Background: an optimization exercise with open tools, aiming at small area, a short achievable clock period and few clock cycles per item. Do not read the settings as production practice. Function was checked by simulation only, so behaviour that the tests miss may differ from the original. Power and IR drop assume default switching activity.

==> flow/design.v (outline; a module is shown in full before it is edited, if it fits) <==
// module mix_unit: 288 lines
// module mix_unit_mul: 904 lines
module mix_unit (
    input  wire        clk,
    input  wire        rst,         
    input  wire        in_valid,
    output reg         in_ready,
    input  wire        in_last,     
    input  wire [23:0] in_x,        
    input  wire [23:0] in_g,        
    input  wire [1:0]  in_op,       
    input  wire [4:0]  in_sink,
    output reg         out_valid,
    output reg  [4:0]  out_sink,
    output reg  [23:0] out_value,   
    output reg         out_sat,     
    output reg         out_aov      
);
  // ...
==> flow/flow/run.sh <==
#!/bin/bash
# Standard layout, with timing repair aimed below the clock period: repair
# treats any path slower than (period - SETUP_SLACK_MARGIN) as failing.
set -euo pipefail
bash standard.sh SETUP_SLACK_MARGIN=9.3 finish > flow.log 2>&1
==> flow/standard.sh <==
#!/bin/bash
# synth_recipe.tcl (not shown) runs the flow's synth.tcl, then flattens the netlist and writes it again
# the make line also repeats each setting of config.mk as NAME=value (left out here)
make -C /OpenROAD-flow-scripts/flow DESIGN_CONFIG=/design/flow/config.mk WORK_HOME=/design/flow/orfs CLKGATE_MAP_FILE= SYNTH_SCRIPT=/design/flow/synth_recipe.tcl "${@:-finish}"
==> flow/config.mk <==
export PLATFORM = sky130hd
export DESIGN_NAME = mix_unit
export DESIGN_NICKNAME = mix_unit
export VERILOG_FILES = /design/flow/design.v
export SDC_FILE = /design/flow/constraint.sdc
export NUM_CORES = 4
export LEC_CHECK = 0
export CAP_MARGIN = 20
export CORE_MARGIN = 2
export CORE_UTILIZATION = 65
export CTS_CLUSTER_DIAMETER = 100
export CTS_CLUSTER_SIZE = 25
export PLACE_DENSITY = 0.78
export SLEW_MARGIN = 20
==> flow/constraint.sdc <==
create_clock -name core_clock -period 13.0 [get_ports {clk}]
set_input_delay 2.6000 -clock core_clock [delete_from_list [all_inputs] [get_ports {clk}]]
set_output_delay 2.6000 -clock core_clock [all_outputs]
set_load 0.01 [all_outputs]
==> reports/qor.csv, run 1 <==
metric,value,unit
status,"complete, no violations",
final net count,6967,
Synth top area share,0.523,
Hold WC Path Type,reg2reg,
CP Max Fanout,4,
"Buf+Inv Stages, Crit Path",2,
Comb pwr share,0.267,
busiest grt layer,met2,
FF+latch area,59400,sq um
fillcell total,9312,
placer congestion estimate,0.935,
boundary pin count,92,
Seq/total area,0.603,
max cap viols,0,
CP endpoint kind,register,
YS warnings,3,
Max transition margin,0.181,
max layer used,met5,
routed vias/inst,6.93,
root buffer cell,clkbuf_16,
Top class by area,registers,
multi-input logic portion of the cell area,0.314,
Final ANT Viol Nets,0,
Residual DRC,0,
"Core Util, Final",0.699,
clock distribution power,3.55,mW
design area,98500,sq um
placed instance area,95000,sq um
fin worst setup slack,9.18,ns
fin crit share,0.294,
PwrDens,175,nW/um^2
async set-reset flop share out of synthesis,0,
Overflow after GRT,0,
Testbench counts, summed over its fixed seeds: cycles 28,029, items 25,835.
==> module mix_unit, before the edit <==
module mix_unit (
    input  wire        clk,
    input  wire        rst,         
    input  wire        in_valid,
    output reg         in_ready,
    input  wire        in_last,     
    input  wire [23:0] in_x,        
    input  wire [23:0] in_g,        
    input  wire [1:0]  in_op,       
    input  wire [4:0]  in_sink,
    output reg         out_valid,
    output reg  [4:0]  out_sink,
    output reg  [23:0] out_value,   
    output reg         out_sat,     
    output reg         out_aov      
);
    localparam OP_SET    = 2'b00;
    localparam OP_ACC    = 2'b01;
    localparam OP_ACCNEG = 2'b10;
    localparam NV        = 8;       
    wire accept = in_valid & in_ready & ~rst;
    wire [24:0] g_ext = {in_g, 1'b0};
    wire [11:0] bd_neg, bd_one, bd_two;
    genvar gi;
    generate
        for (gi = 0; gi < 12; gi = gi + 1) begin : g_booth
            assign bd_neg[gi] = g_ext[2*gi+2];
            assign bd_one[gi] = g_ext[2*gi+1] ^ g_ext[2*gi];
            assign bd_two[gi] = ( g_ext[2*gi+2] & ~g_ext[2*gi+1] & ~g_ext[2*gi]) |
                                (~g_ext[2*gi+2] &  g_ext[2*gi+1] &  g_ext[2*gi]);
        end
    endgenerate
    reg        s0_v;
    reg        s0_last;
    reg [23:0] s0_x;
    reg [11:0] s0_neg, s0_one, s0_two;
    reg [1:0]  s0_op;
    reg [4:0]  s0_sink;
    reg        s0_same;           
    reg [4:0]  prev_sink;         
    reg        prev_valid;        
    always @(posedge clk) begin
        if (rst)
            prev_valid <= 1'b0;
        else if (accept)
            prev_valid <= ~in_last;
        if (accept)
            prev_sink <= in_sink;
        s0_same <= prev_valid & (in_sink == prev_sink);
        s0_v    <= accept;
        s0_last <= in_last;
        s0_x    <= in_x;
        s0_neg  <= bd_neg;
        s0_one  <= bd_one;
        s0_two  <= bd_two;
        s0_op   <= in_op;
        s0_sink <= in_sink;
    end
    wire [143:0] mul_rows;
    mix_unit_mul u_mul (.x(s0_x), .neg(s0_neg), .one(s0_one), .two(s0_two),
                        .rows(mul_rows));
    reg         s1_v;
    reg         s1_last;
    reg         s1_same;
    reg [1:0]   s1_op;
    reg [4:0]   s1_sink;
    reg [31:0]  s1_sel;           
    reg [143:0] s1_rows;
    always @(posedge clk) begin
        s1_last <= s0_last;
        s1_same <= s0_same;
        s1_op   <= s0_op;
        s1_sink <= s0_sink;
        s1_sel  <= 32'd1 << s0_sink;
        s1_rows <= mul_rows;
    end
    reg [39:0] acc [0:31];
    reg [31:0] wn;                
    reg [31:0] wo;                
    reg [39:0] cur, wb;
    reg [4:0]  cur_sink, wb_sink;
    reg        cur_valid, wb_valid;
    reg        cur_last, wb_last;
    reg        aov_n, aov_o;
    reg        ro_act;
    reg [4:0]  rp;                
    reg [31:0] rp_sel;            
    wire [47:0] r0 = s1_rows[47:0];
    wire [47:0] r1 = s1_rows[95:48];
    wire [47:0] r2 = s1_rows[143:96];
    wire [47:0] cs_s = r0 ^ r1 ^ r2;
    wire [47:0] cs_c = {(r0[46:0] & r1[46:0]) | (r0[46:0] & r2[46:0]) |
                        (r1[46:0] & r2[46:0]), 1'b0};
    wire [47:0] psum = cs_s + cs_c;
    wire [27:0] prod = psum[47:20];
    wire        neg  = (s1_op == OP_ACCNEG);
    wire        nop  = ~s1_v | (s1_op == 2'b11);
    reg        s2_v;
    reg        s2_last;
    reg [4:0]  s2_sink;
    reg [27:0] s2_b;
    reg        s2_cin;
    reg        s2_same;           
    reg        s2_az;             
    reg        s2_cap;            
    reg        s2_vgt;            
    reg        s2_veq;            
    reg [39:0] s2_a;              
    wire        fwd_c    = cur_valid & (s1_sink == cur_sink);
    wire        fwd_w    = wb_valid & (s1_sink == wb_sink);
    wire        w_need   = s1_v & ~s1_same;
    wire        ro_go    = ro_act & ~(w_need & (s1_sink[0] == rp[0]));
    wire        wsel0    = w_need & ~s1_sink[0];
    wire        wsel1    = w_need &  s1_sink[0];
    reg  [39:0] bank0, bank1;
    integer bi;
    always @(*) begin
        bank0 = 40'd0;
        bank1 = 40'd0;
        for (bi = 0; bi < 16; bi = bi + 1) begin
            bank0 = bank0 | (acc[2*bi] & {40{wsel0 ? s1_sel[2*bi] : rp_sel[2*bi]}});
            bank1 = bank1 | (acc[2*bi+1] & {40{wsel1 ? s1_sel[2*bi+1] : rp_sel[2*bi+1]}});
        end
    end
    wire [39:0] port1    = s1_sink[0] ? bank1 : bank0;
    wire [39:0] port2    = rp[0] ? bank1 : bank0;
    wire [39:0] rd_val   = fwd_c ? cur : fwd_w ? wb : port1;
    wire        first    = ~s1_same & ~fwd_c & ~fwd_w & ~wn[s1_sink];
    wire        is_set   = s1_op == OP_SET;
    always @(posedge clk) begin
        s2_last <= s1_last;
        s2_sink <= s1_sink;
        s2_b    <= nop ? 28'd0 : (neg ? ~prod : prod);
        s2_cin  <= s1_v & neg;
        s2_same <= ~s1_v | (s1_same & ~is_set);
        s2_az   <= is_set | first;
        s2_cap  <= s1_v & first & ro_act & wo[s1_sink];
        s2_vgt  <= {1'b0, s1_sink} > ({1'b0, rp} + {5'd0, ro_go});
        s2_veq  <= {1'b0, s1_sink} == ({1'b0, rp} + {5'd0, ro_go});
        s2_a    <= rd_val;
    end
    wire [39:0] a_new = s2_a & {40{~s2_az}};
    wire [40:0] b_op  = {{12{s2_b[27]}}, s2_b, s2_cin};
    wire [40:0] sum_c = {cur,   1'b1} + b_op;
    wire [40:0] sum_a = {a_new, 1'b1} + b_op;
    wire        ovf_c = (cur[39]   == s2_b[27]) & (sum_c[40] != cur[39]);
    wire        ovf_a = (a_new[39] == s2_b[27]) & (sum_a[40] != a_new[39]);
    always @(posedge clk) begin
        cur <= s2_same ? sum_c[40:1] : sum_a[40:1];
        wb  <= cur;
        wb_sink <= cur_sink;
        wb_last <= cur_last;
        if (s2_v) begin
            cur_sink <= s2_sink;
            cur_last <= s2_last;
        end
        if (wb_valid)
            acc[wb_sink] <= wb;
    end
    function [24:0] sat25;        
        input [39:0] v;
        reg hi, lo;
        begin
            hi = ~v[39] & (|v[38:23]);
            lo =  v[39] & ~(&v[38:23]);
            sat25 = {hi | lo, hi ? 24'h7F_FFFF : lo ? 24'h80_0000 : v[23:0]};
        end
    endfunction
    reg [NV-1:0] vv;
    reg [4:0]    vt [0:NV-1];
    reg [24:0]   vd [0:NV-1];
    reg [NV-1:0] v_alloc;
    integer vi;
    always @(*) begin
        v_alloc = {NV{1'b0}};
        for (vi = NV - 1; vi >= 0; vi = vi - 1)
            if (!vv[vi]) v_alloc = {NV{1'b0}} | ({{(NV-1){1'b0}}, 1'b1} << vi);
    end
    reg [NV-1:0] v_hit;
    reg [24:0]   v_hd;
    always @(*) begin
        v_hd = 25'd0;
        for (vi = 0; vi < NV; vi = vi + 1) begin
            v_hit[vi] = vv[vi] & (vt[vi] == rp);
            v_hd = v_hd | (v_hit[vi] ? vd[vi] : 25'd0);
        end
    end
    wire        v_keep = s2_cap & ro_act & (s2_vgt | (s2_veq & ~ro_go));
    wire [24:0] s2_sat = sat25(s2_a);
    always @(posedge clk) begin
        for (vi = 0; vi < NV; vi = vi + 1)
            if (v_keep & v_alloc[vi]) begin
                vt[vi] <= s2_sink;
                vd[vi] <= s2_sat;
            end
    end
    reg [3:0] v_used;
    always @(*) begin
        v_used = 4'd0;
        for (vi = 0; vi < NV; vi = vi + 1)
            v_used = v_used + {3'd0, vv[vi]};
    end
    wire [3:0] v_need = {3'd0, s2_cap} + {3'd0, s1_v & ~s1_same} +
                        {3'd0, s0_v & ~s0_same} + 4'd2;
    wire v_room = (v_used + v_need <= NV);
    reg        r_v;
    reg [4:0]  r_sink;
    reg        r_aov;
    reg        r_hit;
    reg [24:0] r_hd;
    reg [39:0] r_raw;
    always @(posedge clk) begin
        r_sink <= rp;
        r_aov  <= aov_o;
        r_hit  <= |v_hit;
        r_hd   <= v_hd;
        r_raw  <= wo[rp] ? port2 : 40'd0;
    end
    wire [24:0] r_sat = r_hit ? r_hd : sat25(r_raw);
    always @(posedge clk) begin
        out_sink  <= r_sink;
        out_value <= r_sat[23:0];
        out_sat   <= r_sat[24];
        out_aov   <= r_aov;
    end
    reg  pdone;                   
    reg  block;                   
    wire done_now = pdone | (wb_valid & wb_last);
    wire swap     = done_now & (~ro_act | (ro_go & (rp == 5'd31)));
    wire lw_s2    = s2_v & s2_last;
    wire early    = lw_s2 & ~ro_act & ~done_now & ~(cur_valid & cur_last);
    wire young    = (s0_v & s0_last) | (s1_v & s1_last);
    wire unblock  = ~young & ((swap & ~lw_s2) | early);
    wire block_n  = (accept & in_last) | (block & ~unblock);
    always @(posedge clk) begin
        if (rst) begin
            in_ready  <= 1'b1;
            s1_v      <= 1'b0;
            s2_v      <= 1'b0;
            cur_valid <= 1'b0;
            wb_valid  <= 1'b0;
            wn        <= 32'd0;
            aov_n     <= 1'b0;
            pdone     <= 1'b0;
            block     <= 1'b0;
            ro_act    <= 1'b0;
            r_v       <= 1'b0;
            out_valid <= 1'b0;
            vv        <= {NV{1'b0}};
        end else begin
            s1_v      <= s0_v;
            s2_v      <= s1_v;
            r_v       <= ro_go;
            out_valid <= r_v;
            block     <= block_n;
            in_ready  <= ~block_n & v_room;
            wb_valid  <= cur_valid;
            if (s2_v)
                cur_valid <= 1'b1;
            if (wb_valid)
                wn[wb_sink] <= 1'b1;
            if (s2_same ? ovf_c : ovf_a)
                aov_n <= 1'b1;
            if (wb_valid & wb_last)
                pdone <= 1'b1;
            if (ro_go) begin
                rp <= rp + 5'd1;
                rp_sel <= {rp_sel[30:0], rp_sel[31]};
                if (rp == 5'd31)
                    ro_act <= 1'b0;
            end
            vv <= (vv & ~(ro_go ? v_hit : {NV{1'b0}})) |
                  (v_keep ? v_alloc : {NV{1'b0}});
            if (swap) begin
                wo        <= wn | (wb_valid ? (32'd1 << wb_sink) : 32'd0);
                wn        <= 32'd0;
                aov_o     <= aov_n;
                aov_n     <= 1'b0;
                pdone     <= 1'b0;
                cur_valid <= 1'b0;
                wb_valid  <= 1'b0;
                ro_act    <= 1'b1;
                rp        <= 5'd0;
                rp_sel    <= 32'd1;
            end
        end
    end
endmodule
==> inputs of run 2 (changes only) <==
--- a/flow/design.v
+++ b/flow/design.v
@@ -224,6 +224,8 @@
         out_aov   <= r_aov;
     end
     reg  pdone;                   
+    reg  [6:0] ro_age;            
+    wire ro_late  = ro_act & ro_age[6] & ro_age[4];
     reg  block;                   
     wire done_now = pdone | (wb_valid & wb_last);
     wire swap     = done_now & (~ro_act | (ro_go & (rp == 5'd31)));
@@ -253,7 +255,9 @@
             r_v       <= ro_go;
             out_valid <= r_v;
             block     <= block_n;
-            in_ready  <= ~block_n & v_room;
+            in_ready  <= ~block_n & v_room & ~ro_late;
+            if (ro_act & ~ro_late)
+                ro_age <= ro_age + 7'd1;
             wb_valid  <= cur_valid;
             if (s2_v)
                 cur_valid <= 1'b1;
@@ -280,6 +284,7 @@
                 cur_valid <= 1'b0;
                 wb_valid  <= 1'b0;
                 ro_act    <= 1'b1;
+                ro_age    <= 7'd0;
                 rp        <= 5'd0;
                 rp_sel    <= 32'd1;
             end
==> flow/flow/run.sh (replaced) <==
#!/bin/bash
# Standard layout, with timing repair aimed below the clock period: repair
# treats any path slower than (period - SETUP_SLACK_MARGIN) as failing.
set -euo pipefail
bash standard.sh SETUP_SLACK_MARGIN=9.0 finish > flow.log 2>&1
--- a/flow/config.mk
+++ b/flow/config.mk
@@ -7,8 +7,8 @@
 export LEC_CHECK = 0
 export CAP_MARGIN = 20
 export CORE_MARGIN = 2
-export CORE_UTILIZATION = 65
+export CORE_UTILIZATION = 55
 export CTS_CLUSTER_DIAMETER = 100
 export CTS_CLUSTER_SIZE = 25
-export PLACE_DENSITY = 0.78
+export PLACE_DENSITY = 0.7
 export SLEW_MARGIN = 20
==> reports/qor.csv, run 2 <==
metric,value,unit,change
status,"complete, no violations",,
routed vias/inst,6.62,,-4.6%
CTS Sinks,2172,,
root buffer cell,clkbuf_16,,
CP peak stage delay,0.31,ns,
Syn Nets,7095,,
Synth Area in Adders,0.0731,,
most common cell in the netlist,edfxtp_1,,
Synth Cell Area,92400,sq um,
Synth top area share,0.523,,about the same
DP HPWL,149000,um,
placer congestion estimate,0.949,,+1.5%
Longest Clk Path Bufs,3,,
H-tree depth,3,,
first-pass GRT wire length,380000,um,
post-synthesis sequential area ratio,0.645,,
largest family of logic cells by synthesized area,compound AO/OA/AOI/OAI gates,,
"Core Util, Final",0.592,,-0.107
Setup Viol. Count Final,0,,
Post-Route Setup TNS,0,ns,
via count,58467,,
Initial Utilization,0.553,,
boundary pin count,92,,unchanged
Pleak,34.4,nW,
vias in the first global route,55963,,
fin crit share,0.304,,+0.0102
Residual DRC,0,,unchanged
largest net degree at the start of global routing,82,,
crit path kind,reg2out,,
xor/xnor cell area share of the yosys netlist,0.0474,,
Pins Over Slew Limit,0,,
CTS Hold Buffers Added,0,,
RSZ-0062 raised after global routing,no,,
mux cell area share after synthesis,0.0167,,
compound-cell area share of the yosys netlist,0.130,,
CP endpoint kind,output port,,
PwrDens,172,nW/um^2,-1.5%
crit start category,register,,
max cap viols,0,,unchanged
layout cells sized above 1,0.0710,,
First DRT Iteration DRCs,8536,,
async set-reset flop share out of synthesis,0,,unchanged
Biggest register,acc,,
cells after synthesis,6632,,
Overflow after GRT,0,,unchanged
placed instance area,95900,sq um,+0.85%
CP Cell Sequence,dlygate4sd2_1,,
Most used DFF post-synth,edfxtp_1,,
Post-synth EDFFs,1608,,
Die ar.,171000,sq um,
CTS Buf Count,98,,
Core Footprint,167000,sq um,
Worst Tran Pin Value,1.21,ns,
WP data required,10.40,ns,
Final ANT Viol Nets,0,,unchanged
Post-Synth Simple-Gate Area,0.0610,,
switching share of power,0.317,,
Die Wd,414,um,
design area,98900,sq um,+0.35%
Comb pwr share,0.252,,-0.015
top post-synthesis cells by count,"edfxtp_1, a22oi_1, dfxtp_1",,
port bufs,91,,
dominant cells by area after synthesis,"edfxtp_1, dfxtp_1, a22oi_1",,
Die Y,414,um,
flip-flop count of the largest register after layout,1280,,
cell family with most CP delay,flip-flops,,
Mapped Avg Cell Area,13.9,sq um,
Sw Pwr,5.40,mW,
Layout area overhead,7.07,%,
final count of hold timing violations,0,,
initial antenna violation count,2,,
Clock Latency Late Sink,0.76,ns,
num rows,150,,
Fmax,253,MHz,
"commonest non-fill, non-tap cell in the layout",edfxtp_1,,
CTS tree,built,,
total track usage,0.303,,
final net count,7012,,+0.65%
sequential share of power,0.536,,
Clock power frac,0.213,,
Placed Cells,8650,,
clock slew at reported path FFs,0.10,ns,
final std cells w/o fill,8837,,
Hold WC Path Type,reg2reg,,
slowest CP cell,dfxtp_1,,
Yosys cell types,79,,
synthesis-stage register bit count,2172,,
most frequent cells in the layout,"edfxtp_1, a22oi_1, dfxtp_1, nor2_1",,
Setup Skew,0.0325,ns,
drt total wl,263000,um,
arrival time at the worst endpoint,1.35,ns,
worst vdd ir,0.185,mV,
Synth area leader,edfxtp_1,,
Avg WL per Cell,29.8,um,
drt pass-1 iters,7,,
CP Max Fanout,1,,-3
YS warnings,3,,unchanged
min cycle time layout,3.95,ns,
"Buf+Inv Stages, Crit Path",1,,-1
Int Pwr,11.6,mW,
Max transition margin,0.193,,+0.0118
run 2: changes by cell type after synthesis, moves of 10 or more:
cell | before | now
nor2_1 | 333 | 375
a21oi_1 | 129 | 162
o211ai_1 | 8 | 21
o21ai_0 | 138 | 105
xor2_1 | 222 | 233
nand2_1 | 257 | 267
a21o_1 | 84 | 64
buf_2 | 60 | 74
run 2: path summary, 6_finish.rpt:
check	from	end	slack, ns	cells past startpoint
max	out_value[6]	out_value[6]	9.05	1
min	r_sink[3]	out_sink[3]	0.33	0
max reg2reg	s1_same	in_ready	9.14	13
min reg2reg	r_sink[3]	out_sink[3]	0.33	0
run 2: logic make-up after synthesis:
family          after synthesis
buf+inv                     629
mux                         118
flops                      2172
simple gates               1186
xor+xnor                    500
compound gates             1623
fa+ha+maj                   404
run 2: cell type report:
type | instances | area, sq um
antenna | 2 | 5.00
multi-input combinational | 3832 | 30800
inverter | 213 | 801
clock inverter | 12 | 189
tap | 2204 | 2760
clock buffer | 170 | 2750
sequential | 2172 | 59600
timing repair buffer | 232 | 1990
fill | 12781 | 68100
run 2: layer usage:
metal  GRT usage  part of all wire
met2       0.482              0.47
met4       0.121             0.046
met5           0                 0
met1       0.416              0.38
met3      0.0513              0.10
run 2: through the flow:
step | power, mW | worst slack (ns) | hold WS, ns
floorplan | 12.0 | 9.03 | 0.310
global placement | 13.4 | 8.53 | 0.311
detailed placement | 13.5 | 8.49 | 0.312
CTS | 17.0 | 8.98 | 0.330
global route | 17.8 | 8.98 | 0.341
finish | 17.1 | 9.05 | 0.335
run 2: power by group through the flow:
stage                     logic [mW]  clock network (mW)  registers [mW]
final                           4.29                3.62            9.14
after detailed placement        4.22                   0            9.27
after CTS                       4.24                3.65            9.12
after floorplan                 3.10                   0            8.88
after global placement          4.12                   0            9.24
after global routing            4.76                3.88            9.18
run 2: repair_timing:
item	CTS	global route
endpoints found under the setup margin	51	99
resized for setup	54	26
buffers inserted	0	1
pin swaps	0	0
cloned	0	1
Testbench counts of run 2, summed over its fixed seeds: cycles 28,029, items 25,835.
==> inputs of run 3 (changes only) <==
--- a/flow/design.v
+++ b/flow/design.v
@@ -85,6 +85,8 @@
     reg        ro_act;
     reg [4:0]  rp;                
     reg [31:0] rp_sel;            
+    reg        pdone;             
+    wire       done_now = pdone | (wb_valid & wb_last);
     wire [47:0] r0 = s1_rows[47:0];
     wire [47:0] r1 = s1_rows[95:48];
     wire [47:0] r2 = s1_rows[143:96];
@@ -125,7 +127,10 @@
     wire [39:0] port1    = s1_sink[0] ? bank1 : bank0;
     wire [39:0] port2    = rp[0] ? bank1 : bank0;
     wire [39:0] rd_val   = fwd_c ? cur : fwd_w ? wb : port1;
-    wire        first    = ~s1_same & ~fwd_c & ~fwd_w & ~wn[s1_sink];
+    wire [31:0] wb_bit   = wb_valid ? (32'd1 << wb_sink) : 32'd0;
+    wire [31:0] wo_nxt   = wn | wb_bit;
+    wire        xp       = s1_v & done_now;
+    wire        first    = ~s1_same & ((~fwd_c & ~fwd_w & ~wn[s1_sink]) | xp);
     wire        is_set   = s1_op == OP_SET;
     always @(posedge clk) begin
         s2_last <= s1_last;
@@ -134,9 +139,11 @@
         s2_cin  <= s1_v & neg;
         s2_same <= ~s1_v | (s1_same & ~is_set);
         s2_az   <= is_set | first;
-        s2_cap  <= s1_v & first & ro_act & wo[s1_sink];
-        s2_vgt  <= {1'b0, s1_sink} > ({1'b0, rp} + {5'd0, ro_go});
-        s2_veq  <= {1'b0, s1_sink} == ({1'b0, rp} + {5'd0, ro_go});
+        s2_cap  <= s1_v & first & (xp ? (wn[s1_sink] | fwd_w) : (ro_act & wo[s1_sink]));
+        s2_vgt  <= xp ? (s1_sink != 5'd0) :
+                   ({1'b0, s1_sink} > ({1'b0, rp} + {5'd0, ro_go}));
+        s2_veq  <= xp ? (s1_sink == 5'd0) :
+                   ({1'b0, s1_sink} == ({1'b0, rp} + {5'd0, ro_go}));
         s2_a    <= rd_val;
     end
     wire [39:0] a_new = s2_a & {40{~s2_az}};
@@ -223,16 +230,14 @@
         out_sat   <= r_sat[24];
         out_aov   <= r_aov;
     end
-    reg  pdone;                   
     reg  [6:0] ro_age;            
     wire ro_late  = ro_act & ro_age[6] & ro_age[4];
     reg  block;                   
-    wire done_now = pdone | (wb_valid & wb_last);
     wire swap     = done_now & (~ro_act | (ro_go & (rp == 5'd31)));
+    wire lw_s1    = s1_v & s1_last;
     wire lw_s2    = s2_v & s2_last;
-    wire early    = lw_s2 & ~ro_act & ~done_now & ~(cur_valid & cur_last);
-    wire young    = (s0_v & s0_last) | (s1_v & s1_last);
-    wire unblock  = ~young & ((swap & ~lw_s2) | early);
+    wire early    = lw_s1 & ~lw_s2 & ~ro_act & ~done_now & ~(cur_valid & cur_last);
+    wire unblock  = ~(s0_v & s0_last) & ((swap & ~lw_s1 & ~lw_s2) | early);
     wire block_n  = (accept & in_last) | (block & ~unblock);
     always @(posedge clk) begin
         if (rst) begin
@@ -276,7 +281,7 @@
             vv <= (vv & ~(ro_go ? v_hit : {NV{1'b0}})) |
                   (v_keep ? v_alloc : {NV{1'b0}});
             if (swap) begin
-                wo        <= wn | (wb_valid ? (32'd1 << wb_sink) : 32'd0);
+                wo        <= wo_nxt;
                 wn        <= 32'd0;
                 aov_o     <= aov_n;
                 aov_n     <= 1'b0;
==> flow/flow/run.sh (replaced) <==
#!/bin/bash
# Standard layout, with timing repair aimed below the clock period: repair
# treats any path slower than (period - SETUP_SLACK_MARGIN) as failing.
set -euo pipefail
bash standard.sh SETUP_SLACK_MARGIN=9.3 finish > flow.log 2>&1
==> reports/qor.csv, run 3 <==
metric,value,unit,change
max cap viols,0,,unchanged
crit path kind,reg2out,,
clock slew at reported path FFs,0.10,ns,about the same
CTS tree,built,,
post-synthesis sequential area ratio,0.645,,about the same
compound-cell area share of the yosys netlist,0.133,,+0.00322
status,"complete, no violations",,
H-tree depth,3,,unchanged
WP data required,10.40,ns,about the same
synthesis-stage register bit count,2172,,unchanged
layout cells sized above 1,0.0864,,+0.0154
slowest CP cell,dfxtp_2,,
Core Footprint,167000,sq um,unchanged
flip-flop count of the largest register after layout,1280,,unchanged
CP endpoint kind,output port,,
CTS Hold Buffers Added,0,,unchanged
routed vias/inst,6.61,,-0.13%
CTS Buf Count,98,,unchanged
Setup Viol. Count Final,0,,unchanged
Overflow after GRT,0,,unchanged
Pins Over Slew Limit,0,,unchanged
"Buf+Inv Stages, Crit Path",1,,unchanged
fin crit share,0.296,,-0.00783
drt total wl,267000,um,+1.3%
"commonest non-fill, non-tap cell in the layout",edfxtp_1,,
Synth Cell Area,92400,sq um,about the same
async set-reset flop share out of synthesis,0,,unchanged
Post-synth EDFFs,1608,,unchanged
first-pass GRT wire length,385000,um,+1.2%
Post-Route Setup TNS,0,ns,unchanged
DP HPWL,151000,um,+0.97%
cells after synthesis,6632,,unchanged
Clock power frac,0.209,,-0.004
Mapped Avg Cell Area,13.9,sq um,about the same
sequential share of power,0.527,,-0.009
total track usage,0.307,,+0.00428
vias in the first global route,56409,,+0.80%
Avg WL per Cell,30.2,um,+1.2%
pre-CTS WS,8.50,ns,+0.00710 ns
largest net degree at the start of global routing,81,,-1.2%
Int Pwr,11.8,mW,+0.97%
CP peak stage delay,0.38,ns,+0.07 ns
xor/xnor cell area share of the yosys netlist,0.0465,,-0.000877
First DRT Iteration DRCs,8264,,-3.2%
Clock Latency Late Sink,0.78,ns,+0.02 ns
placer congestion estimate,0.919,,-3.2%
initial antenna violation count,5,,+3
root buffer cell,clkbuf_16,,
final std cells w/o fill,8852,,+0.17%
Layout area overhead,7.54,%,
Synth top area share,0.523,,about the same
crit start category,register,,
port bufs,91,,unchanged
Longest Clk Path Bufs,3,,unchanged
Pleak,34.5,nW,+0.11%
mux cell area share after synthesis,0.0170,,+0.000289
Post-Synth Simple-Gate Area,0.0590,,-0.00201
fin worst setup slack,9.15,ns,+0.102 ns
Hold WC Path Type,reg2reg,,
Synth area leader,edfxtp_1,,
Max transition margin,0.234,,+0.0413
top post-synthesis cells by count,"edfxtp_1, a22oi_1, dfxtp_1",,
most common cell in the netlist,edfxtp_1,,
CP Max Fanout,1,,unchanged
placed instance area,96000,sq um,+0.14%
min cycle time layout,3.85,ns,-0.102 ns
cell family with most CP delay,flip-flops,,
arrival time at the worst endpoint,1.25,ns,-0.10 ns
Yosys cell types,83,,+5.1%
Placed Cells,8658,,+0.092%
CP Cell Sequence,buf_6,,
YS warnings,3,,unchanged
Setup Skew,0.0434,ns,+0.0110 ns
num rows,150,,unchanged
Die Wd,414,um,about the same
dominant cells by area after synthesis,"edfxtp_1, dfxtp_1, a22oi_1",,
CTS Sinks,2172,,unchanged
PwrDens,174,nW/um^2,+1.0%
design area,99400,sq um,+0.49%
final net count,7033,,+0.30%
hold_ws,0.331,ns,-0.00326 ns
switching share of power,0.321,,+0.00368
Most used DFF post-synth,edfxtp_1,,
Final ANT Viol Nets,0,,unchanged
drt pass-1 iters,6,,-1
Die ar.,171000,sq um,about the same
final count of hold timing violations,0,,unchanged
RSZ-0062 raised after global routing,yes,,
Synth Area in Adders,0.0731,,about the same
via count,58490,,+0.039%
Comb pwr share,0.265,,+0.013
Sw Pwr,5.55,mW,+2.7%
Residual DRC,0,,unchanged
Fmax,260,MHz,+2.6%
Syn Nets,7095,,unchanged
Initial Utilization,0.553,,about the same
Biggest register,acc,,
Die Y,414,um,about the same
Worst Tran Pin Value,1.15,ns,-0.0619 ns
boundary pin count,92,,unchanged
most frequent cells in the layout,"edfxtp_1, a22oi_1, dfxtp_1, nor2_1, xnor2_1",,
worst vdd ir,0.160,mV,-13%
largest family of logic cells by synthesized area,compound AO/OA/AOI/OAI gates,,
-- run 3: changes by cell type after synthesis, moves of 11 or more --
cell and change:
a31oi_1 -14, buf_2 -18, clkbuf_1 +24, nor2_1 -26, o211ai_1 -11, o21ai_0 +33, o21bai_1 +11, xor2_1 -13
-- run 3: final cells by class --
cell class	instances	area (sq um)
multi-input combinational	3827	31100
fill	12740	67700
timing repair buffer	252	2150
clock inverter	10	135
antenna	3	7.51
tap	2204	2760
inverter	219	823
sequential	2172	59700
clock buffer	165	2770
-- run 3: per-layer routing --
| metal | global-route usage | wire, um | up-vias |
|---|---|---|---|
| met4 | 0.138 | 13500 | 6 |
| li1 | - | - | 24894 |
| met5 | 0 | 46 | - |
| met3 | 0.0440 | 26800 | 607 |
| met1 | 0.428 | 104000 | 29392 |
| met2 | 0.481 | 123000 | 3591 |
-- run 3: kinds of logic after synthesis --
logic type / count (synthesis)
and+or+nand+nor: 1148
buffers and inverters: 635
muxes: 118
adders and majority gates: 404
AOI/OAI and AO/OA: 1664
DFF: 2172
xor gates and xnor gates: 491
-- run 3: timing repair --
action | in CTS | in global routing
buffers inserted | 3 | 8
hold endpoints to repair | 0 | 0
gates cloned | 1 | 2
resized for setup | 197 | 48
endpoints found under the setup margin | 274 | 274
pin swaps | 7 | 13
-- run 3: power by group through the flow --
stage	clock network (mW)	registers (mW)	logic, mW
after detailed placement	0	9.26	4.37
after CTS	3.64	9.11	4.47
after global routing	3.87	9.17	5.07
final	3.61	9.12	4.58
after global placement	0	9.23	4.27
after floorplan	0	8.88	3.20
-- run 3: path summary, 6_finish.rpt --
check	start	to	slack, ns	cells past startpoint
worst min-delay path	r_sink[0]	out_sink[0]	0.33	0
worst min register to register	r_sink[0]	out_sink[0]	0.33	0
worst max register to register	r0[14]	s2_b[25]	9.35	14
worst max-delay path	out_value[23]	out_value[23]	9.15	1
-- run 3: through the flow --
step / power (mW) / utilization
after floorplan: 12.1 / -
after global placement: 13.5 / 0.575
after detailed placement: 13.6 / 0.575
after CTS: 17.2 / 0.593
after global routing: 18.1 / 0.595
final: 17.3 / 0.595
Testbench counts of run 3, summed over its fixed seeds: cycles 27,833, items 25,835.
==> inputs of run 4 (changes only) <==
--- a/flow/config.mk
+++ b/flow/config.mk
@@ -7,8 +7,8 @@
 export LEC_CHECK = 0
 export CAP_MARGIN = 20
 export CORE_MARGIN = 2
-export CORE_UTILIZATION = 55
+export CORE_UTILIZATION = 65
 export CTS_CLUSTER_DIAMETER = 100
 export CTS_CLUSTER_SIZE = 25
-export PLACE_DENSITY = 0.7
+export PLACE_DENSITY = 0.78
 export SLEW_MARGIN = 20
==> reports/qor.csv, run 4 <==
metric,value,unit,change
fin crit share,0.295,,-0.000473
placed instance area,95600,sq um,-0.45%
min cycle time layout,3.84,ns,-0.00615 ns
routed vias/inst,6.96,,+5.4%
Overflow after GRT,0,,unchanged
top post-synthesis cells by count,"edfxtp_1, a22oi_1, dfxtp_1",,
Die Wd,381,um,-7.9%
crit path kind,reg2out,,
DP HPWL,149000,um,-0.97%
Clock Latency Late Sink,0.77,ns,about the same
most frequent cells in the layout,"edfxtp_1, a22oi_1, dfxtp_1, nor2_1, xnor2_1",,
WP data required,10.40,ns,about the same
post-synthesis sequential area ratio,0.645,,unchanged
port bufs,91,,unchanged
via count,59415,,+1.6%
Initial Utilization,0.654,,+0.101
Die Y,381,um,-7.9%
Post-synth EDFFs,1608,,unchanged
"Buf+Inv Stages, Crit Path",1,,unchanged
clock slew at reported path FFs,0.10,ns,about the same
Longest Clk Path Bufs,3,,unchanged
Pleak,34.5,nW,about the same
Post-Route Setup TNS,0,ns,unchanged
final count of hold timing violations,0,,unchanged
slowest CP cell,dfxtp_4,,
root buffer cell,clkbuf_16,,
CTS Buf Count,98,,unchanged
boundary pin count,92,,unchanged
Yosys cell types,83,,unchanged
Mapped Avg Cell Area,13.9,sq um,unchanged
arrival time at the worst endpoint,1.24,ns,about the same
CP endpoint kind,output port,,
vias in the first global route,58064,,+2.9%
Hold WC Path Type,reg2reg,,
CP Max Fanout,3,,+2
H-tree depth,3,,unchanged
Most used DFF post-synth,edfxtp_1,,
Synth Area in Adders,0.0731,,unchanged
RSZ-0062 raised after global routing,yes,,
xor/xnor cell area share of the yosys netlist,0.0465,,unchanged
Setup Skew,0.0486,ns,+0.00518 ns
cells after synthesis,6632,,unchanged
YS warnings,3,,unchanged
compound-cell area share of the yosys netlist,0.133,,unchanged
Setup Viol. Count Final,0,,unchanged
worst vdd ir,0.165,mV,+3.4%
Biggest register,acc,,
Avg WL per Cell,30.6,um,+1.5%
PwrDens,174,nW/um^2,+0.11%
hold_ws,0.327,ns,-0.00448 ns
initial antenna violation count,5,,unchanged
drt total wl,261000,um,-2.2%
Synth area leader,edfxtp_1,,
flip-flop count of the largest register after layout,1280,,unchanged
First DRT Iteration DRCs,8818,,+6.7%
max cap viols,0,,unchanged
final net count,7033,,unchanged
mux cell area share after synthesis,0.0170,,unchanged
async set-reset flop share out of synthesis,0,,unchanged
placer congestion estimate,0.956,,+4.0%
CTS Sinks,2172,,unchanged
total track usage,0.355,,+0.0482
largest net degree at the start of global routing,67,,-17%
cell family with most CP delay,flip-flops,,
Max transition margin,0.214,,-0.0208
Syn Nets,7095,,unchanged
largest family of logic cells by synthesized area,compound AO/OA/AOI/OAI gates,,
Layout area overhead,7.11,%,
fillcell total,9222,,-28%
drt pass-1 iters,8,,+2
crit start category,register,,
synthesis-stage register bit count,2172,,unchanged
Final ANT Viol Nets,0,,unchanged
layout cells sized above 1,0.0870,,+0.000615
Fmax,260,MHz,+0.16%
Synth Cell Area,92400,sq um,unchanged
Residual DRC,0,,unchanged
Post-Synth Simple-Gate Area,0.0590,,unchanged
CP Cell Sequence,buf_6,,
dominant cells by area after synthesis,"edfxtp_1, dfxtp_1, a22oi_1",,
Synth top area share,0.523,,unchanged
Worst Tran Pin Value,1.18,ns,+0.0312 ns
Pins Over Slew Limit,0,,unchanged
Core Footprint,141000,sq um,-15%
num rows,138,,-8.0%
Die ar.,145000,sq um,-15%
most common cell in the netlist,edfxtp_1,,
CP peak stage delay,0.37,ns,about the same
design area,99000,sq um,-0.40%
status,"complete, no violations",,
first-pass GRT wire length,381000,um,-1.0%
CTS tree,built,,
"commonest non-fill, non-tap cell in the layout",edfxtp_1,,
## run 4: power by group
| part | internal (mW) | switching (mW) | leakage (nW) |
|---|---|---|---|
| sequential | 8.34 | 0.801 | 19.2 |
| combinational | 1.94 | 2.62 | 13.9 |
| clock | 1.47 | 2.09 | 1.36 |
## run 4: cell families (layout without fill, tap and decap cells)
logic type,count (synthesis),in the layout
compound gates,1664,1664
xor+xnor,491,491
fa+ha+maj,404,404
buf+inv,635,644
flops,2172,2172
mux,118,118
other cells,0,1
simple gates,1148,1151
## run 4: cell type report
cell class / count / area [sq um] / share of cell area
Sequential cell: 2172 / 59700 / 0.603
Multi-Input combinational cell: 3828 / 31100 / 0.314
Clock buffer: 163 / 2740 / 0.0277
Tap cell: 1890 / 2360 / 0.0239
Timing Repair Buffer: 251 / 2170 / 0.0219
Inverter: 219 / 825 / 0.00833
Clock inverter: 11 / 130 / 0.00131
Antenna cell: 1 / 2.50 / 0.0000253
## run 4: metal layers
metal / track usage / wire length (um)
met5: 0 / 53
met4: 0.175 / 15300
met3: 0.0656 / 33400
met2: 0.550 / 119000
met1: 0.488 / 93500
## run 4: worst paths after layout
path | cells after the start | slack (ns) | endpoint | start
setup / recovery | 1 | 9.16 | in_ready | in_ready
hold / removal | 0 | 0.33 | s1_op[1] | s0_op[1]
setup reg to reg | 7 | 9.33 | r_raw[18] | rp[0]
hold reg to reg | 0 | 0.33 | s1_op[1] | s0_op[1]
## run 4: metrics by stage
| stage | power (mW) | util | cells | worst slack, ns |
|---|---|---|---|---|
| floorplan | 12.1 | - | 6632 | 9.17 |
| global placement | 13.5 | 0.676 | 8339 | 8.58 |
| detailed placement | 13.6 | 0.677 | 8340 | 8.54 |
| CTS | 17.1 | 0.698 | 8520 | 8.97 |
| global route | 18.0 | 0.701 | 8534 | 9.14 |
| finish | 17.3 | 0.701 | 8535 | 9.16 |
## run 4: repair_timing
action	CTS	global route
pin swaps	4	18
cloned	3	1
setup buffers	3	12
resized for setup	187	66
hold buffers	0	0
setup endpoints to repair	228	239
==> inputs of run 5 (changes only) <==
==> flow/flow/run.sh (replaced) <==
#!/bin/bash
# Standard layout, with timing repair aimed below the clock period: repair
# treats any path slower than (period - SETUP_SLACK_MARGIN) as failing.
set -euo pipefail
bash standard.sh SETUP_SLACK_MARGIN=9.4 finish > flow.log 2>&1
--- a/flow/config.mk
+++ b/flow/config.mk
@@ -7,8 +7,8 @@
 export LEC_CHECK = 0
 export CAP_MARGIN = 20
 export CORE_MARGIN = 2
-export CORE_UTILIZATION = 65
-export CTS_CLUSTER_DIAMETER = 100
-export CTS_CLUSTER_SIZE = 25
-export PLACE_DENSITY = 0.78
+export CORE_UTILIZATION = 60
+export CTS_CLUSTER_DIAMETER = 80
+export CTS_CLUSTER_SIZE = 20
+export PLACE_DENSITY = 0.75
 export SLEW_MARGIN = 20
==> reports/qor.csv, run 5 <==
metric,value,unit,change
status,"complete, no violations",,
Yosys cell types,83,,unchanged
cell family with most CP delay,flip-flops,,
vias in the first global route,58075,,+0.019%
WP data required,10.40,ns,about the same
max cap viols,0,,unchanged
cells after synthesis,6632,,unchanged
worst vdd ir,0.172,mV,+3.8%
YS warnings,3,,unchanged
CTS tree,built,,
Worst Tran Pin Value,1.16,ns,-0.0169 ns
Final ANT Viol Nets,0,,unchanged
Biggest register,acc,,
dominant cells by area after synthesis,"edfxtp_1, dfxtp_1, a22oi_1",,
num rows,144,,+4.3%
largest net degree at the start of global routing,82,,+22%
Initial Utilization,0.602,,-0.0523
Die Wd,396,um,+4.0%
clock slew at reported path FFs,0.08,ns,-0.02 ns
drt total wl,263000,um,+0.57%
"Buf+Inv Stages, Crit Path",1,,unchanged
metal2 WL,122000,um,+2.2%
Post-Route Setup TNS,0,ns,unchanged
Reg-to-Reg Start,r0[7],,
WHS Endpoint,out_sink[2],,
Max transition margin,0.225,,+0.0113
min cycle time layout,3.84,ns,+0.00224 ns
crit start category,register,,
DP HPWL,147000,um,-1.8%
PwrDens,180,nW/um^2,+3.5%
R2R depth,13,,+6
placer congestion estimate,0.980,,+2.5%
Overflow after GRT,0,,unchanged
Die Y,396,um,+4.0%
synthesis-stage register bit count,2172,,unchanged
met3 wire len,30800,um,-7.7%
fillcell total,10882,,+18%
Synth top area share,0.523,,unchanged
crit path kind,reg2out,,
max layer used,met4,,
Synth area leader,edfxtp_1,,
final std cells w/o fill,8748,,+2.5%
Fmax,260,MHz,about the same
CP Max Fanout,1,,-2
flip-flop count of the largest register after layout,1280,,unchanged
final count of hold timing violations,0,,unchanged
Most used DFF post-synth,edfxtp_1,,
CTS Hold Buffers Added,0,,unchanged
initial antenna violation count,1,,-4
Pleak,35.1,nW,+1.7%
most frequent cells in the layout,"edfxtp_1, a22oi_1, dfxtp_1, nor2_1, xnor2_1",,
CTS Buf Count,133,,+36%
reg2reg end,s2_b[25],,
Residual DRC,0,,unchanged
Clock Latency Late Sink,0.79,ns,+0.02 ns
Synth Cell Area,92400,sq um,unchanged
hold path start,r_sink[2],,
"commonest non-fill, non-tap cell in the layout",edfxtp_1,,
CP Cell Sequence,buf_6,,
routed vias/inst,6.80,,-2.3%
M1 WL,96800,um,+3.4%
arrival time at the worst endpoint,1.24,ns,about the same
Longest Clk Path Bufs,3,,unchanged
async set-reset flop share out of synthesis,0,,unchanged
First DRT Iteration DRCs,8483,,-3.8%
most common cell in the netlist,edfxtp_1,,
Avg WL per Cell,30.0,um,-1.9%
Mapped Avg Cell Area,13.9,sq um,unchanged
root buffer cell,clkbuf_16,,
Setup Viol. Count Final,0,,unchanged
Core Footprint,154000,sq um,+8.7%
RSZ-0062 raised after global routing,yes,,
first-pass GRT wire length,380000,um,-0.29%
boundary pin count,92,,unchanged
CP endpoint kind,output port,,
top post-synthesis cells by count,"edfxtp_1, a22oi_1, dfxtp_1",,
Antenna Cells,0,,-1
slowest CP cell,dfxtp_2,,
Hold WC Path Type,reg2reg,,
drt pass-1 iters,7,,-1
Hold Path Cell Cnt,0,,unchanged
layout cells sized above 1,0.0974,,+0.0104
fin crit share,0.296,,about the same
post-synthesis sequential area ratio,0.645,,unchanged
Die ar.,157000,sq um,+8.2%
Syn Nets,7095,,unchanged
Post-synth EDFFs,1608,,unchanged
Pins Over Slew Limit,0,,unchanged
via count,59520,,+0.18%
CTS Sinks,2172,,unchanged
Setup Skew,0.0471,ns,-0.00150 ns
total track usage,0.329,,-0.0262
CP peak stage delay,0.35,ns,-0.02 ns
reg2reg setup slack,9.36,ns,+0.03 ns
port bufs,91,,unchanged
H-tree depth,4,,+1
Layout area overhead,8.67,%,
Placed Cells,8495,,+1.9%
final net count,7078,,+0.64%
-- run 5: metrics by stage --
step	area, sq um	setup WS, ns	total power, mW	hold WS, ns	util
2_1_floorplan	92500	9.17	12.1	0.310	-
3_3_place_gp	95700	8.50	13.5	0.312	0.624
3_5_place_dp	95800	8.44	13.6	0.315	0.624
4_1_cts	100000	9.11	17.9	0.332	0.651
5_1_grt	100000	9.12	18.9	0.340	0.654
6_report	100000	9.16	18.1	0.331	0.654
-- run 5: layout make-up --
cell class / count / area (sq um) / area share
clock buffer: 199 / 3650 / 0.0363
timing repair buffer: 261 / 2240 / 0.0223
inverter: 219 / 827 / 0.00824
multi-input combinational: 3828 / 31200 / 0.311
tap: 2044 / 2560 / 0.0255
clock inverter: 25 / 290 / 0.00289
sequential: 2172 / 59700 / 0.594
-- run 5: kinds of logic after synthesis --
kind of cell,share of synthesized area
multiplexers,0.0170
AND/OR/NAND/NOR,0.0590
buffers and inverters,0.0266
adder cells (fa/ha/maj),0.0731
AO/OA/AOI/OAI,0.133
XOR/XNOR,0.0465
flip-flops,0.645
-- run 5: repair_timing --
action	in CTS	in global routing
hold endpoints to repair	0	0
cloned	3	1
buffers inserted	15	7
pin swaps	13	34
endpoints found under the setup margin	264	235
resized for setup	194	71
-- run 5: worst max path at each step --
stage                        startpoint             to  slack (ns)  depth (start not counted)
after CTS                 out_value[18]  out_value[18]        9.11                          1
final                      out_value[7]   out_value[7]        9.16                          1
after floorplan                     rst          rp[0]        9.17                          3
after detailed placement            rst      rp_sel[1]        8.44                          3
after global placement              rst     rp_sel[25]        8.50                          3
after global routing      out_value[18]  out_value[18]        9.12                          1
-- run 5: routing by layer --
| metal | GRT usage | vias to the layer above |
|---|---|---|
| li1 | - | 25016 |
| met1 | 0.443 | 29599 |
| met2 | 0.518 | 4182 |
| met3 | 0.0658 | 723 |
| met4 | 0.155 | 0 |
| met5 | 0.000924 | - |
-- run 5: power breakdown --
group	leakage (nW)	switching, mW	internal [mW]	total (mW)
clock network	1.90	2.26	1.99	4.25
logic	13.9	2.70	2.05	4.74
registers	19.2	0.785	8.34	9.13

-- re-timing with driven ports --
In the flow no input, the clock included, has a driving cell. The finished layouts below were timed again as built, in two steps.
Step 1 (the two cells are an assumption about what drives the block):
set clk [get_ports {clk}]
set_driving_cell -lib_cell sky130_fd_sc_hd__clkbuf_16 $clk
set_driving_cell -lib_cell sky130_fd_sc_hd__buf_2 [delete_from_list [all_inputs] $clk]
Step 2 moves the port delays by t, midway between the first and last clock arrival at a register: inputs arrive t later, outputs are due t later. That takes back most of the time a late clock gives input paths.
a / b / c = no drivers / after step 1 / after step 2; a / b = the first two.
run	shift t [ns]	slack for setup (ns)	clock arrival spread, ns	slew at the worst register clock pin (ns)
run 1	0.828	9.184 / 9.101 / 8.649	0.038 / 0.039	0.10 / 0.10
run 2	0.828	9.051 / 8.973 / 8.485	0.036 / 0.036	0.11 / 0.11
run 3	0.842	9.153 / 9.063 / 8.675	0.046 / 0.046	0.11 / 0.11
run 4	0.836	9.159 / 9.072 / 8.601	0.056 / 0.056	0.11 / 0.11
run 5	0.851	9.157 / 9.079 / 8.662	0.050 / 0.050	0.09 / 0.09
After both steps every run listed still meets setup and hold. For run 2, which loses most, drivers alone change the setup slack by -0.078 ns; drivers and shift together by -0.566 ns.
